Context: an optimization exercise on an open-source flow, tuned for small area, a short achievable clock period and few clock cycles per item. The choices shown serve that exercise and are no tape-out recipe. Function was checked by simulation only, so behaviour that the tests miss may differ from the original. Power is estimated from default activity; no workload was simulated.

==> config.mk <==
export PLATFORM = sky130hd
export DESIGN_NAME = de_sha2_core
export DESIGN_NICKNAME = de_sha2_core
export VERILOG_FILES = /design/flow/design.v
export SDC_FILE = /design/flow/constraint.sdc
export NUM_CORES = 4
export LEC_CHECK = 0
export ABC_AREA = 1
export CAP_MARGIN = 20
export CORE_MARGIN = 2
export CORE_UTILIZATION = 64
export CTS_BUF_LIST = sky130_fd_sc_hd__clkbuf_16
export CTS_CLUSTER_DIAMETER = 75
export CTS_CLUSTER_SIZE = 32
export PLACE_DENSITY = 0.76
export SETUP_SLACK_MARGIN = 5.0
export SLEW_MARGIN = 20
export SYNTH_HIERARCHICAL = 1
export SYNTH_MINIMUM_KEEP_SIZE = 0
==> constraint.sdc <==
create_clock -name core_clock -period 10.0 [get_ports {clk}]
set_input_delay 2.0000 -clock core_clock [delete_from_list [all_inputs] [get_ports {clk}]]
set_output_delay 2.0000 -clock core_clock [all_outputs]
set_load 0.01 [all_outputs]
==> design.v <==
module de_sha2_core (
    input  wire         clk,
    input  wire         rst,           
    input  wire         in_valid,
    output wire         in_ready,
    input  wire [31:0]  in_data,
    input  wire         in_last,       
    input  wire         in_mode,       
    output wire         out_valid,
    input  wire         out_ready,
    output wire [255:0] out_digest
);
    reg  [31:0]  w [0:15];         
    reg  [31:0]  a, b, c, d, e, f, g, hh;
    reg  [31:0]  h0, h1, h2, h3, h4, h5, h6, h7;    
    reg  [1:0]   q;                
    reg          run;              
    reg  [5:0]   t;                
    reg  [31:0]  zs, zc;           
    wire [31:0]  kq;               
    reg          fin_pend;         
    reg          op_fin;           
    reg          op_ivl;           
    reg          ah_ready;         
    reg  [4:0]   wj;               
    reg  [3:0]   gap;              
    reg          open;             
    reg          nxt_first, nxt_last, nxt_mode;    
    reg          cur_first, cur_last, cur_mode;    
    reg          ov;               
    reg          dig_mode;         
    integer i;
    function [31:0] kfun;
        input [5:0] i;
        case (i)
            6'd0:  kfun = 32'h428a2f98; 6'd1:  kfun = 32'h71374491;
            6'd2:  kfun = 32'hb5c0fbcf; 6'd3:  kfun = 32'he9b5dba5;
            6'd4:  kfun = 32'h3956c25b; 6'd5:  kfun = 32'h59f111f1;
            6'd6:  kfun = 32'h923f82a4; 6'd7:  kfun = 32'hab1c5ed5;
            6'd8:  kfun = 32'hd807aa98; 6'd9:  kfun = 32'h12835b01;
            6'd10: kfun = 32'h243185be; 6'd11: kfun = 32'h550c7dc3;
            6'd12: kfun = 32'h72be5d74; 6'd13: kfun = 32'h80deb1fe;
            6'd14: kfun = 32'h9bdc06a7; 6'd15: kfun = 32'hc19bf174;
            6'd16: kfun = 32'he49b69c1; 6'd17: kfun = 32'hefbe4786;
            6'd18: kfun = 32'h0fc19dc6; 6'd19: kfun = 32'h240ca1cc;
            6'd20: kfun = 32'h2de92c6f; 6'd21: kfun = 32'h4a7484aa;
            6'd22: kfun = 32'h5cb0a9dc; 6'd23: kfun = 32'h76f988da;
            6'd24: kfun = 32'h983e5152; 6'd25: kfun = 32'ha831c66d;
            6'd26: kfun = 32'hb00327c8; 6'd27: kfun = 32'hbf597fc7;
            6'd28: kfun = 32'hc6e00bf3; 6'd29: kfun = 32'hd5a79147;
            6'd30: kfun = 32'h06ca6351; 6'd31: kfun = 32'h14292967;
            6'd32: kfun = 32'h27b70a85; 6'd33: kfun = 32'h2e1b2138;
            6'd34: kfun = 32'h4d2c6dfc; 6'd35: kfun = 32'h53380d13;
            6'd36: kfun = 32'h650a7354; 6'd37: kfun = 32'h766a0abb;
            6'd38: kfun = 32'h81c2c92e; 6'd39: kfun = 32'h92722c85;
            6'd40: kfun = 32'ha2bfe8a1; 6'd41: kfun = 32'ha81a664b;
            6'd42: kfun = 32'hc24b8b70; 6'd43: kfun = 32'hc76c51a3;
            6'd44: kfun = 32'hd192e819; 6'd45: kfun = 32'hd6990624;
            6'd46: kfun = 32'hf40e3585; 6'd47: kfun = 32'h106aa070;
            6'd48: kfun = 32'h19a4c116; 6'd49: kfun = 32'h1e376c08;
            6'd50: kfun = 32'h2748774c; 6'd51: kfun = 32'h34b0bcb5;
            6'd52: kfun = 32'h391c0cb3; 6'd53: kfun = 32'h4ed8aa4a;
            6'd54: kfun = 32'h5b9cca4f; 6'd55: kfun = 32'h682e6ff3;
            6'd56: kfun = 32'h748f82ee; 6'd57: kfun = 32'h78a5636f;
            6'd58: kfun = 32'h84c87814; 6'd59: kfun = 32'h8cc70208;
            6'd60: kfun = 32'h90befffa; 6'd61: kfun = 32'ha4506ceb;
            6'd62: kfun = 32'hbef9a3f7; default: kfun = 32'hc67178f2;
        endcase
    endfunction
    function [31:0] iv_a;
        input m; input [1:0] p;
        case ({m, p})
            3'b000: iv_a = 32'ha54ff53a; 3'b001: iv_a = 32'h3c6ef372;
            3'b010: iv_a = 32'hbb67ae85; 3'b011: iv_a = 32'h6a09e667;
            3'b100: iv_a = 32'hf70e5939; 3'b101: iv_a = 32'h3070dd17;
            3'b110: iv_a = 32'h367cd507; default: iv_a = 32'hc1059ed8;
        endcase
    endfunction
    function [31:0] iv_e;
        input m; input [1:0] p;
        case ({m, p})
            3'b000: iv_e = 32'h5be0cd19; 3'b001: iv_e = 32'h1f83d9ab;
            3'b010: iv_e = 32'h9b05688c; 3'b011: iv_e = 32'h510e527f;
            3'b100: iv_e = 32'hbefa4fa4; 3'b101: iv_e = 32'h64f98fa7;
            3'b110: iv_e = 32'h68581511; default: iv_e = 32'hffc00b31;
        endcase
    endfunction
    wire [31:0] big_s0 = {a[1:0], a[31:2]} ^ {a[12:0], a[31:13]} ^ {a[21:0], a[31:22]};
    wire [31:0] big_s1 = {e[5:0], e[31:6]} ^ {e[10:0], e[31:11]} ^ {e[24:0], e[31:25]};
    wire [31:0] ch     = (e & f) ^ (~e & g);
    wire [31:0] maj    = (a & b) ^ (a & c) ^ (b & c);
    wire [31:0] m_s, m_c;
    csa32 u_m_s (.x(big_s1), .y(ch), .z(zs), .s(m_s), .c(m_c));
    wire [31:0] n_s, n_c;
    csa32 u_n_s (.x(big_s0), .y(maj), .z(zc), .s(n_s), .c(n_c));
    wire [31:0] a1_s, a1_c;
    csa32 u_a1_s (.x(m_s), .y(m_c), .z(n_s), .s(a1_s), .c(a1_c));
    wire [31:0] pa, qa;
    csa32 u_pa (.x(a1_s), .y(a1_c), .z(n_c), .s(pa), .c(qa));
    wire [31:0] e1_s, e1_c;
    csa32 u_e1_s (.x(m_s), .y(m_c), .z(zc), .s(e1_s), .c(e1_c));
    wire [31:0] pe, qe;
    csa32 u_pe (.x(e1_s), .y(e1_c), .z(d), .s(pe), .c(qe));
    wire [31:0] w1  = w[1];
    wire [31:0] w14 = w[14];
    wire [31:0] sm_s0 = {w1[6:0], w1[31:7]} ^ {w1[17:0], w1[31:18]} ^ {3'b000, w1[31:3]};
    wire [31:0] sm_s1 = {w14[16:0], w14[31:17]} ^ {w14[18:0], w14[31:19]} ^ {10'b0, w14[31:10]};
    wire [31:0] u_s, u_c;
    csa32 u_u_s (.x(sm_s0), .y(w[9]), .z(w[0]), .s(u_s), .c(u_c));
    wire [31:0] v_s, v_c;
    csa32 u_v_s (.x(u_s), .y(u_c), .z(sm_s1), .s(v_s), .c(v_c));
    wire [31:0] w_next = v_s + v_c;
    reg         sel_h;
    reg  [7:0]  iv_en;
    reg  [31:0] xa_iv, xe_iv;
    integer k;
    always @(*) begin
        xa_iv = 32'h0;
        xe_iv = 32'h0;
        for (k = 0; k < 8; k = k + 1) begin
            xa_iv = xa_iv | ({32{iv_en[k]}} & iv_a(k[2], k[1:0]));
            xe_iv = xe_iv | ({32{iv_en[k]}} & iv_e(k[2], k[1:0]));
        end
    end
    wire [31:0] xa = ({32{sel_h}} & h3) | xa_iv;
    wire [31:0] xe = ({32{sel_h}} & h7) | xe_iv;
    wire [31:0] ya = op_ivl ? 32'h0 : d;
    wire [31:0] ye = op_ivl ? 32'h0 : hh;
    wire [31:0] sum_a = (run ? pa : xa) + (run ? qa : ya);
    wire [31:0] sum_e = (run ? pe : xe) + (run ? qe : ye);
    wire win_free = !run || (t >= 6'd56) || (open && t >= 6'd52);
    assign in_ready  = (wj == 5'd0) ? (q == 2'd0 && win_free)
                                    : (wj != 5'd16 && gap == 4'd0);
    assign out_valid = ov;
    assign out_digest = {h0, h1, h2, h3, h4, h5, h6, dig_mode ? 32'h0 : h7};
    wire accept   = in_valid && in_ready;
    wire last_rnd = run && (t == 6'd63);
    wire win_end  = (q == 2'd3);
    wire run_n      = run && !last_rnd;
    wire fin_pend_n = (fin_pend && !(op_fin && win_end)) || last_rnd;
    wire ah_ready_n = ah_ready || (win_end && ((op_fin && !cur_last) || op_ivl));
    wire [4:0] wj_n = accept ? wj + 5'd1 : wj;
    wire gap_n0     = accept || (gap == 4'd15);
    wire go         = (wj_n == 5'd16) && gap_n0 && ah_ready_n && !fin_pend_n && !run_n;
    wire ov_n       = (ov && !out_ready) || (op_fin && win_end && cur_last);
    wire fin_next   = fin_pend_n && !ov_n;
    wire ah_free_n  = !run_n && !fin_pend_n && !go;
    wire ivl_next   = nxt_first && (wj != 5'd0) && !ah_ready_n && ah_free_n;
    wire [1:0] q_n        = rst ? 2'd0 : q + 2'd1;
    wire       op_fin_n   = !rst && (win_end ? fin_next : op_fin);
    wire       op_ivl_n   = !rst && (win_end ? ivl_next : op_ivl);
    wire       cur_first_n = !rst && (go ? nxt_first : cur_first);
    wire       cur_mode_n = !rst && (go ? nxt_mode : cur_mode);
    wire       nxt_mode_n = !rst && ((accept && wj == 5'd0 && !open) ? in_mode : nxt_mode);
    wire       sel_iv_n   = (op_fin_n && cur_first_n) || op_ivl_n;
    wire       iv_m_n     = op_ivl_n ? nxt_mode_n : cur_mode_n;
    wire [5:0] t_n        = (!rst && run_n) ? t + 6'd1 : 6'd0;
    assign kq = kfun(run ? t + 6'd1 : 6'd0);
    wire [31:0] z_s_n, z_c_n;
    csa32 u_z (.x(g), .y(kq), .z(w[1]), .s(z_s_n), .c(z_c_n));
    always @(posedge clk) begin
        zs    <= z_s_n;
        zc    <= z_c_n;
        sel_h <= op_fin_n && !cur_first_n;
        for (k = 0; k < 8; k = k + 1)
            iv_en[k] <= sel_iv_n && (q_n == k[1:0]) && (iv_m_n == k[2]);
    end
    always @(posedge clk) begin
        if (rst) begin
            q        <= 2'd0;
            run      <= 1'b0;
            t        <= 6'd0;
            fin_pend <= 1'b0;
            op_fin   <= 1'b0;
            op_ivl   <= 1'b0;
            ah_ready <= 1'b0;
            wj       <= 5'd0;
            gap      <= 4'd0;
            open     <= 1'b0;
            nxt_first <= 1'b0;
            nxt_last <= 1'b0;
            nxt_mode <= 1'b0;
            cur_first <= 1'b0;
            cur_last <= 1'b0;
            cur_mode <= 1'b0;
            ov       <= 1'b0;
            dig_mode <= 1'b0;
        end else begin
            q <= q + 2'd1;
            gap <= accept ? 4'd0 : gap + 4'd1;
            if (accept) begin
                if (wj == 5'd0) begin
                    nxt_first <= !open;
                    if (!open) nxt_mode <= in_mode;
                    open <= 1'b1;
                end
                if (wj == 5'd15) begin
                    nxt_last <= in_last;
                    if (in_last) open <= 1'b0;
                end
            end
            fin_pend <= fin_pend_n;
            t <= t_n;
            if (go) begin
                run       <= 1'b1;
                wj        <= 5'd0;
                ah_ready  <= 1'b0;
                cur_first <= nxt_first;
                cur_last  <= (wj == 5'd15) ? in_last : nxt_last;
                cur_mode  <= nxt_mode;
            end else begin
                run      <= run_n;
                wj       <= wj_n;
                ah_ready <= ah_ready_n;
            end
            if (win_end) begin
                op_fin <= fin_next;
                op_ivl <= ivl_next;
            end
            if (op_fin && win_end && cur_last) begin
                ov       <= 1'b1;
                dig_mode <= cur_mode;
            end else if (ov && out_ready) begin
                ov <= 1'b0;
            end
        end
    end
    always @(posedge clk) begin
        for (i = 0; i < 15; i = i + 1)
            w[i] <= w[i+1];
        if (accept)
            w[15] <= in_data;
        else if (run && t < 6'd48)
            w[15] <= w_next;
        else
            w[15] <= w[0];
        hh <= g;  g <= f;  f <= e;
        d  <= c;  c <= b;  b <= a;
        a <= sum_a;
        e <= sum_e;
        if (op_fin) begin
            h0 <= sum_a;  h1 <= h0;  h2 <= h1;  h3 <= h2;
            h4 <= sum_e;  h5 <= h4;  h6 <= h5;  h7 <= h6;
        end
    end
endmodule
module csa32 (
    input  wire [31:0] x, y, z,
    output wire [31:0] s, c
);
    assign s = x ^ y ^ z;
    assign c = {((x[30:0] & y[30:0]) | (x[30:0] & z[30:0]) | (y[30:0] & z[30:0])), 1'b0};
endmodule
==> flow/run.sh <==
#!/bin/bash
# Layout flow: the standard ORFS layout (standard.sh, unchanged synthesis,
# floorplan, power grid, placement, CTS and routing) with two settings passed
# to ORFS through its own environment variables:
#  - the port buffers that ORFS inserts on every input and output use
#    sky130_fd_sc_hd__buf_1 instead of the cell buffer_ports picks by default;
#  - clock tree synthesis runs with the same options as the standard flow
#    (sink clustering, clock net repair, clkbuf_16, clusters of at most 32
#    sinks within 75 um) but without dummy loads.
# Every tool's output goes to standard.log here; ORFS also keeps its per-step
# logs under orfs/logs.
set -euo pipefail
cd "$(dirname "$0")/.."
export BUFFER_PORTS_ARGS="-buffer_cell sky130_fd_sc_hd__buf_1"
export CTS_ARGS="-sink_clustering_enable -repair_clock_nets -sink_clustering_size 32 -sink_clustering_max_diameter 75 -buf_list sky130_fd_sc_hd__clkbuf_16 -dont_use_dummy_load"
bash standard.sh > standard.log 2>&1
==> standard.sh <==
#!/bin/bash
# synth_recipe.tcl (not shown) runs the flow's synth.tcl, then flattens the netlist and writes it again
# the make line also repeats each setting of config.mk as NAME=value (left out here)
make -C /OpenROAD-flow-scripts/flow DESIGN_CONFIG=/design/flow/config.mk WORK_HOME=/design/flow/orfs CLKGATE_MAP_FILE= SYNTH_SCRIPT=/design/flow/synth_recipe.tcl "${@:-finish}"
==> notes.md <==
worst max-delay path: stages (launching register included):
cell and delay, ns:
dfxtp_1 0.43, maj3_1 0.44, fa_1 0.57, fa_1 0.63, fa_1 0.19, nor2_1 0.05, a31oi_1 0.19, ha_1 0.23
inv_1 0.08, fa_1 0.50, o21ai_4 0.25, nand2_1 0.07, nand2_1 0.07, a21oi_2 0.09, o21ai_1 0.25, a21oi_2 0.12
o21ai_2 0.29, nand2_1 0.13, nand3_1 0.09, nand2_1 0.08
stage by stage:
stage / worst slack [ns] / total power (W)
final: 5.04 / 0.0184
after global placement: 4.72 / 0.0156
after detailed placement: 4.63 / 0.0159
after global routing: 4.91 / 0.0195
after CTS: 5.00 / 0.0181
after floorplan: 5.12 / 0.0126
modules after synthesis (local to each module, per instance):
module	flip-flops and latches	copies in the design
csa32	0	9
de_sha2_core	1128	1
power by group through the flow:
stage	clock [W]	sequential (W)	combinational, W
4_1_cts	0.00222	0.00631	0.00960
3_5_place_dp	0	0.00639	0.00948
5_1_grt	0.00238	0.00639	0.0107
6_report	0.00221	0.00633	0.00983
3_3_place_gp	0	0.00635	0.00927
2_1_floorplan	0	0.00600	0.00663
cell usage after synthesis, drive strengths merged (3+ instances only):
library cell  number
dfxtp            872
edfxtp           256
nor2             327
nor3              22
o21bai             8
o31ai              8
o211ai            16
a31oi             47
mux2              32
nand3            137
o22ai              6
a41oi              5
o2111ai            4
xor2              62
a22o              60
xnor2            260
o311ai             8
a21oi            179
or2                6
maj3              32
clkbuf            64
buf               29
a21o              14
fa               282
a22oi              4
inv              304
a221oi             4
o21a              10
conb               9
a21boi             3
ha               118
nand2            495
nand4             24
o21ai            194
o221ai            11
a32o               4
a211oi             5
worst max-delay path by stage:
stage | start | endpoint | slack, ns | cells after the start
detailed placement | e[0] | h4[20] | 4.63 | 15
global route | a[0] | h0[18] | 4.91 | 19
finish | a[0] | h0[30] | 5.04 | 19
CTS | e[2] | h0[31] | 5.00 | 16
global placement | e[0] | h4[20] | 4.72 | 15
floorplan | op_fin | iv_en[0] | 5.12 | 11
area by class of cell:
type / count / area, µm²
clock buffers: 49 / 1230
fillers: 5084 / 21200
inverters: 306 / 1150
multi-input cells: 2412 / 18700
flip-flops and latches: 1128 / 25200
well taps: 940 / 1180
repair buffers: 326 / 1360
cells in the final DEF, fill, tap and decap left out, types with 163 or more instances in the layout:
master and instances:
dfxtp_1 837, nand2_1 488, nor2_1 318, inv_1 295
buf_1 295, fa_1 281, edfxtp_1 256, xnor2_1 254
a21oi_1 171, o21ai_0 163
repair_timing:
| item | in CTS | in global routing |
|---|---|---|
| pin swaps | 0 | 8 |
| setup endpoints to repair | 36 | 47 |
| hold buffers | 0 | 0 |
| setup buffers | 0 | 4 |
| resized for setup | 24 | 46 |
routing by layer:
layer	routed length, µm	vias up	GRT usage (%)
li1	-	13553	-
met4	10300	2	23.4
met1	51900	15175	47.5
met2	67000	1698	63.8
met5	9	-	0
met3	12000	439	7.18
cells by family (layout without fill, tap and decap cells):
group / count (synthesis) / in the layout / share of synthesized area (%)
compound gates: 602 / 602 / 8.12
simple gates: 1015 / 1015 / 9.27
mux: 32 / 32 / 0.797
xor+xnor: 322 / 322 / 6.24
fa+ha+maj: 432 / 432 / 16.5
other cells: 9 / 9 / 0.0747
buf+inv: 399 / 681 / 3.43
flops: 1128 / 1128 / 55.6
==> summary.md <==
| Metric | Value |
|---|---|
| Chip Width | 270 µm |
| Post-synthesis sequential area ratio | 55.6% |
| Power per cell area | 376 mW/mm² |
| Gp weighted congestion | 1.07 |
| Row count | 97 |
| Fraction of registers with async set/reset | 0% |
| Initial antenna violation count | 2 |
| DP HPWL | 109 mm |
| Via count | 30867 |
| CP Launch Type | flip-flop |
| Critical R2R Capture | h0[30] |
| Mapped Nets | 4377 |
| Worst hold path class | flip-flop to flip-flop |
| Slew margin rel. | 26.7% |
| Biggest register | w |
| CTS tree | done |
| Sequential share of power | 34.5% |
| Die Ht | 270 µm |
| Main area contributors after synthesis | dfxtp_1 (39%), edfxtp_1 (17%), fa_1 (12%) |
| Via-per-instance ratio | 5.98 |
| Share of cells above drive strength 1 | 5.02% |
| Final hold vios | 0 |
| Hold Crit Depth | 0 |
| WS Path Type | flip-flop to flip-flop |
| Max reg flops | 512 |
| Worst-path clk slew | 0.11 ns |
| Final nets | 4661 |
| CP required | 10.41 ns |
| Clock latency on the worst-skew pair | 0.66 ns |
| Status | complete, no violations |
| Die Outline Area | 0.0728 mm² |
| Slew @ Worst Pin | 1.10 ns |
| Leak | 19.9 nW |
| PortBufs | 295 |
| Mean post-synth cell area | 11.5 µm² |
| Comb pwr share | 53.5% |
| Unique masters post-synth | 62 |
| Clock sinks | 1128 |
| Reg2Reg Depth | 19 |
| RSZ-0062 raised after global routing | yes |
| Critical Path AT | 5.38 ns |
| DRC Markers | 0 |
| Peak VDD IR | 0.000498 V |
| NetSw | 0.00805 W |
| First-pass DRT Iterations | 9 |
| Synth Cell Area | 0.0452 mm² |
| Final core occ | 69.7% |
| Critical path peak fanout | 5 |
| Synth Flop Type | dfxtp_1 |
| Diode count | 0 |
| Hold slack | 0.250 ns |
| Vias in the first global route | 30850 |
| Wire per inst | 27.4 µm |
| Overflow after GRT | 0 |
| Post-Route Setup TNS | 0 ns |
| Core Box Area | 0.0700 mm² |
| Area grow syn2layout | 7.93% |
| Fmax | 202 MHz |
| Clk root buf | clkbuf_16 |
| Cells after DPL | 5107 |
| Switch share | 43.8% |
| Final setup fails | 0 |
| Power Internal | 0.0103 W |
| Clock Skews | 0.0722 ns |
| Post-route ant nets | 0 |
| Slew Limit Fails | 0 |
| CP Capture Type | flip-flop |
| Tmin final | 4.96 ns |
| Starting Density | 64.6% |
| H-Tree Depth | 2 |
| Total GRT Usage | 38.6% |
| Final WL | 141 mm |
| EDFF count, synth | 256 |
| Final Cell Area | 0.0488 mm² |
| First-pass GRT wire length | 204 mm |
| Initial DRC Count | 3177 |
| Period utilization | 49.6% |
| Layout Cells excl Fill | 5161 |
| Yosys warns | 9 |
| Hold Path Origin | w[8][9] |
| Setup slack, reg-to-reg | 5.04 ns |
| Synth Register Bits | 1128 |
| Largest area contributor in the netlist | dfxtp_1 |
| Hold path endpoint | w[7][9] |
| Post-synth top area share | 38.6% |
| CTS Buffer Depth | 3 |
| Largest net degree at the start of global routing | 90 |
| Max Cap Viol | 0 |
| Clk network pwr share | 12.0% |
| Ports | 296 |
| Placed Area | 0.0473 mm² |
| Synth Instances | 3939 |
| CTS Buf Count | 49 |
| Worst reg2reg startpoint | a[0] |
Testbench counts, summed over its fixed seeds: cycles 66,376, blocks 952.

re-timing with driven ports:
How much do the figures lean on ideal ports? The routed layout below was timed once more, with nothing changed but the port constraints.
Step 1: set_driving_cell puts a clkbuf_16 on clk and a buf_2 on each other input, an assumption about the parent block.
Step 2 moves the port delays by t, midway between the first and last clock arrival at a register: inputs arrive t later, outputs are due t later. That takes back most of the time a late clock gives input paths.
a / b / c = no drivers / after step 1 / after step 2; a / b = the first two.
t (ns): 0.686
slack for setup (ns): 5.039 / 5.039 / 5.039
worst setup path at the end: register to register
worst data-port slew with drivers (ns): 0.06
After both steps setup and hold are still met in this run. For this run, drivers alone change the setup slack by 0.000 ns; drivers and shift together by 0.000 ns.
